Source: an optimization exercise on an open RTL-to-GDS flow (aim: small area, a short achievable clock period and few clock cycles per item). Production flows keep margins and buffers that such runs may drop.
At most, simulation tests tie the RTL to the original design; equivalence was not proved.
Power figures rest on the tool's default switching activity, not on a simulated workload.

== v6 ==
==> flow/design.v (excerpt) <==
module cdt_builder (
    input  wire        clk,
    input  wire        rst,             
    input  wire [4:0]  cfg_k,
    input  wire [10:0] cfg_min_used,
    input  wire [10:0] cfg_max_used,
    input  wire [15:0] cfg_max_width,
    input  wire [2:0]  cfg_interp,
    input  wire        in_valid,
    output wire        in_ready,
    input  wire [24:0] in_count,
    output reg         out_valid,
    output reg  [9:0]  out_code,
    output reg  [15:0] out_entry,
    output reg  [9:0]  out_fine,
    output reg         out_wrap,
    output reg         res_valid,
    output wire [2:0]  res_interp,
    output reg         res_accept,
    output wire [10:0] res_used,
    output wire [24:0] res_widest,
    output reg         res_event,
    output wire [7:0]  res_acc_mask
);
    reg         v1;
    wire [9:0]  cprev = out_code + {8'd0, v0 & v1, v0 ^ v1};
    reg         first;
    reg         last;
    reg  [2:0]  st;             
    reg         rdy;            
    reg  [4:0]  k_nx;           
    assign in_ready = rdy;
    wire        take  = in_valid & in_ready;       
    wire        clr   = first & in_ready;
    reg  [24:0] h0;             
    reg         v0;
    reg  [4:0]  k_q;            
    reg  [10:0] min_used_q;
    reg  [10:0] max_used_q;
    reg  [15:0] max_width_q;
    reg  [2:0]  interp_q;
    wire [4:0]  k_in  = {cfg_k[3], cfg_k[2:0] == 3'd7, cfg_k[2:0] == 3'd6,
                         cfg_k[2:0] == 3'd5, cfg_k[2:0] == 3'd4};
    wire [4:0]  k_now = first ? k_nx : k_q;
    reg         chk;            
    wire        fin = v0 & first;           
    reg  [2:0]  hold;
    always @(*) begin
        hold = k_q[0] ? 3'd5 : k_q[1] ? 3'd4 : 3'd3;
    end
    always @(*) begin
        h0_d = ({25{take & k_now[0]}} & (in_count << 4)) |
  ...
clock: 6.0 ns
lec_check: 0
cap_margin: 20
core_margin: 2
core_utilization: 50
cts_cluster_diameter: 100
cts_cluster_size: 20
setup_slack_margin: 3.75
slew_margin: 20
standard.sh (not shown) runs the stock make flow with config.mk's settings and CLKGATE_MAP_FILE= SYNTH_SCRIPT=/design/flow/synth_recipe.tcl, a recipe that flattens the netlist after the stock synthesis.
==> flow/flow/run.sh <==
#!/bin/bash
# The standard layout, with buf_1 (rather than the default buffer) on the
# input and output ports; every port still gets its own buffer.
set -o pipefail
bash standard.sh "BUFFER_PORTS_ARGS=-buffer_cell sky130_fd_sc_hd__buf_1" finish > standard_make.log 2>&1
Testbench counts of v6, summed over its fixed seeds: cycles 65,753, items 65,536.
The following lists how v7 was set up differently from v6:
diff --git a/flow/config.mk b/flow/config.mk
--- a/flow/config.mk
+++ b/flow/config.mk
@@ -9,6 +9,6 @@
 export CORE_MARGIN = 2
-export CORE_UTILIZATION = 50
+export CORE_UTILIZATION = 60
 export CTS_CLUSTER_DIAMETER = 100
 export CTS_CLUSTER_SIZE = 20
-export SETUP_SLACK_MARGIN = 3.75
+export SETUP_SLACK_MARGIN = 3.85
 export SLEW_MARGIN = 20
[summary]
- v7 has completed all stages; timing, DRC and antenna checks passed.
- Against v6, v7 comes in 13% higher on combinational power.
- Category of the critical setup timing path: register to output port -> v6, register to register -> v7
- On v7: first-iteration DRC count is about 10% lower than what v6 gave.
- v7 gives more area overhead of the layout relative to synthesis than v6 did.
- On average vias per placed instance: v7 sits above v6.
- Design area (v7 / v6): 1.06


run A:
The RTL this note starts from:
==> flow/design.v <==
module cdt_builder (
    input  wire        clk,
    input  wire        rst,             
    input  wire [4:0]  cfg_k,
    input  wire [10:0] cfg_min_used,
    input  wire [10:0] cfg_max_used,
    input  wire [15:0] cfg_max_width,
    input  wire [2:0]  cfg_interp,
    input  wire        in_valid,
    output wire        in_ready,
    input  wire [24:0] in_count,
    output reg         out_valid,
    output reg  [9:0]  out_code,
    output reg  [15:0] out_entry,
    output reg  [9:0]  out_fine,
    output reg         out_wrap,
    output reg         res_valid,
    output wire [2:0]  res_interp,
    output reg         res_accept,
    output wire [10:0] res_used,
    output wire [24:0] res_widest,
    output reg         res_event,
    output wire [7:0]  res_acc_mask
);
    reg         v1;
    wire [9:0]  cprev = out_code + {8'd0, v0 & v1, v0 ^ v1};
    reg         first;
    reg         last;
    reg  [2:0]  st;             
    reg         rdy;            
    reg  [4:0]  k_nx;           
    assign in_ready = rdy;
    wire        take  = in_valid & in_ready;       
    wire        clr   = first & in_ready;
    reg  [24:0] h0;             
    reg         v0;
    reg  [4:0]  k_q;            
    reg  [10:0] min_used_q;
    reg  [10:0] max_used_q;
    reg  [15:0] max_width_q;
    reg  [2:0]  interp_q;
    wire [4:0]  k_in  = {cfg_k[3], cfg_k[2:0] == 3'd7, cfg_k[2:0] == 3'd6,
                         cfg_k[2:0] == 3'd5, cfg_k[2:0] == 3'd4};
    wire [4:0]  k_now = first ? k_nx : k_q;
    reg         chk;            
    wire        fin = v0 & first;           
    reg  [2:0]  hold;
    always @(*) begin
        hold = k_q[0] ? 3'd5 : k_q[1] ? 3'd4 : 3'd3;
    end
    always @(*) begin
        h0_d = ({25{take & k_now[0]}} & (in_count << 4)) |
               ({25{take & k_now[1]}} & (in_count << 3)) |
               ({25{take & k_now[2]}} & (in_count << 2)) |
               ({25{take & k_now[3]}} & (in_count << 1)) |
               ({25{take & k_now[4]}} & in_count) |
               ({25{fin}} & {1'b0, max_width_q, 8'd1});
    end
    reg  [24:0] h0_d;
    always @(posedge clk) begin
        h0    <= h0_d;
        k_nx  <= k_in;
        if (rst) begin
            st    <= 3'd0;
            rdy   <= 1'b0;
            first <= 1'b1;
            last  <= 1'b0;
            v0    <= 1'b0;
            chk   <= 1'b0;
        end else begin
            v0  <= take;
            chk <= fin;
            if (take) begin
                first <= last;
                last  <= (cprev == 10'd1021);
            end
            if (take & last)
                st <= hold;
            else if (st != 3'd0)
                st <= st - 3'd1;
            rdy <= ~(take & last) & ((st == 3'd0) | (st == 3'd1)) &
                   (~(take ? last : first) | in_valid);
        end
        if (clr) begin
            k_q         <= k_in;
            min_used_q  <= cfg_min_used;
            max_used_q  <= cfg_max_used;
            max_width_q <= cfg_max_width;
            interp_q    <= cfg_interp;
        end
    end
    reg  [12:0] a_lo;
    reg  [12:0] a_hi;
    reg         a_c;
    reg  [10:0] used;
    reg  [24:0] widest;         
    reg         ge_min;         
    reg         over_max;       
    wire [13:0] s_lo_d = {1'b0, a_lo} + {1'b0, h0[12:0]};
    wire [12:0] s_hi_d = a_hi + {1'b0, h0[24:13]} + {12'd0, a_c};
    wire [13:0] a_lo_d = {1'b0, a_lo} + {1'b0, h0[11:0], 1'b0};
    wire [12:0] a_hi_d = a_hi + h0[24:12] + {12'd0, a_c};
    wire        nz    = v0 & (|h0);
    wire        gt    = h0 > widest;
    reg         shift;
    always @(*) begin
        shift = (k_q[0] & (st >= 3'd1) & (st <= 3'd4)) |
                (k_q[1] & (st >= 3'd1) & (st <= 3'd3)) |
                (k_q[2] & (st >= 3'd1) & (st <= 3'd2)) |
                (k_q[3] & (st == 3'd2));
    end
    always @(posedge clk) begin
        a_lo <= clr ? 13'd256 : a_lo_d[12:0];
        a_hi <= clr ? 13'd0   : a_hi_d;
        a_c  <= ~clr & a_lo_d[13];
        used <= clr ? 11'd0 : (used + {10'd0, nz});
        if (shift)
            widest <= widest >> 1;
        else if (clr | (v0 & gt))
            widest <= h0;
        ge_min   <= ~clr & (ge_min | (used == min_used_q));
        over_max <= ~clr & (over_max | (nz & (used == max_used_q)));
    end
    reg  [12:0] s_hi;           
    reg         s_c;
    reg  [3:0]  s_mid;          
    wire [12:0] e_hi      = s_hi + {12'd0, s_c};           
    wire [16:0] e17       = {e_hi, s_mid};                 
    wire [15:0] entry     = e17[15:0] | {16{e17[16]}};
    wire [12:0] fine_sum  = s_hi + {11'd0, 1'b1, s_c};
    wire [10:0] fine_full = fine_sum[12:2];
    always @(posedge clk) begin
        s_hi  <= s_hi_d;
        s_c   <= s_lo_d[13];
        s_mid <= s_lo_d[12:9];
        if (rst) begin
            v1        <= 1'b0;
            out_valid <= 1'b0;
            out_code  <= 10'h3FF;
        end else begin
            v1        <= v0;
            out_valid <= v1;
            out_code  <= out_code + {9'd0, v1};
        end
        out_entry <= entry;
        out_fine  <= fine_full[9:0];
        out_wrap  <= fine_full[10];
    end
    wire        used_ok = (ge_min | (used == min_used_q)) & ~over_max;
    reg  [3:0]  run [0:7];
    reg  [7:0]  acc_mask;
    integer     i;
    wire        judge = (st == 3'd1);
    wire [3:0]  run_sel = run[interp_q];
    wire [3:0]  run_new = res_accept ? 4'd0 :
                          (run_sel == 4'b1100) ? 4'b1100 :
                          {run_sel[2:0], ~(run_sel[3] ^ run_sel[2])};
    always @(posedge clk) begin
        if (chk)
            res_accept <= gt & used_ok;
        res_event <= ~res_accept & (run_sel == 4'b0110);
        if (rst) begin
            res_valid <= 1'b0;
            acc_mask  <= 8'd0;
            for (i = 0; i < 8; i = i + 1)
                run[i] <= 4'd0;
        end else begin
            res_valid <= judge;
            for (i = 0; i < 8; i = i + 1)
                if (judge && interp_q == i) begin
                    run[i] <= run_new;
                    if (res_accept)
                        acc_mask[i] <= 1'b1;
                end
        end
    end
    assign res_interp   = interp_q;
    assign res_used     = used;
    assign res_widest   = widest;
    assign res_acc_mask = acc_mask;
endmodule
Settings: LEC_CHECK=0, CAP_MARGIN=20, CORE_MARGIN=2, CORE_UTILIZATION=50, CTS_CLUSTER_DIAMETER=100, CTS_CLUSTER_SIZE=20, SETUP_SLACK_MARGIN=3.6, SLEW_MARGIN=20; clock period 6.0 ns.
Scripts as last shown in full above: flow/flow/run.sh
Changes in run B relative to run A:
- SETUP_SLACK_MARGIN changed from 3.6 to 3.5
- TNS_END_PERCENT newly set to 10
## What came out
There was hardly any difference in fraction of synthesized area in multiplexers between run B and run A.
Summary of run B over run A: total routing usage reported by global routing now sits lower, overall routed net length now sits lower, final cell count without fillers now sits lower, placed wire-length estimate now sits at about the same level, worst setup slack now sits lower.
A timing endpoint of the critical path of res_interp[1] is what run B shows, while widest[5]$_DFFE_PP_ belongs to run A.
--- input diff run B..run C ---
- SETUP_SLACK_MARGIN now 3.6, was 3.5
Number of top-level design ports came out exactly the same in run C and run B. Per the comparison of run C with run B, post-route fraction of the period consumed by the critical path lower, number of cells on the critical path now smaller, static leakage power increased by about 0.8% relative to the old numbers, count of vias placed by the detailed router was more or less identical. There was hardly any difference in peak ir drop on the vdd network between run B and run C. Per the comparison of run C with run B, net count of the finished layout +9; headroom to the max-slew limit +0.78 points; total power of the final layout +0.60%; clock share of power -0.2 points.
No run of this note included a check of the RTL's function; only the layout flow was run.

[port drivers added, routing unchanged]
The results above use ideal ports. As a check the final layouts listed here were re-extracted and re-timed, cells and wires unchanged. Step 1, drivers: a clkbuf_16 drives clk and a buf_2 each remaining input, both assumed. Step 2 times the ports against the registers' clock, not the clock port: input delays grow and output delays shrink by t, the midpoint of the rising clock arrivals with the driver on. a / b / c = ideal ports / drivers / drivers and shift; a / b = the first two.
| run | t (ns) | slack for setup (ns) | worst setup path at the end |
|---|---|---|---|
| v6 | 0.548 | 3.587 / 3.537 / 3.472 | input to register |
| v7 | 0.547 | 3.523 / 3.523 / 3.523 | register to register |
| run A | 0.544 | 3.524 / 3.506 / 3.461 | input to register |
| run B | 0.552 | 3.419 / 3.368 / 3.471 | input to register |
| run C | 0.552 | 3.522 / 3.471 / 3.491 | input to register |
After both steps setup and hold are still met in every run listed. The setup slack of v6, which loses most, moves by -0.050 ns with the drivers and by -0.115 ns with both steps.
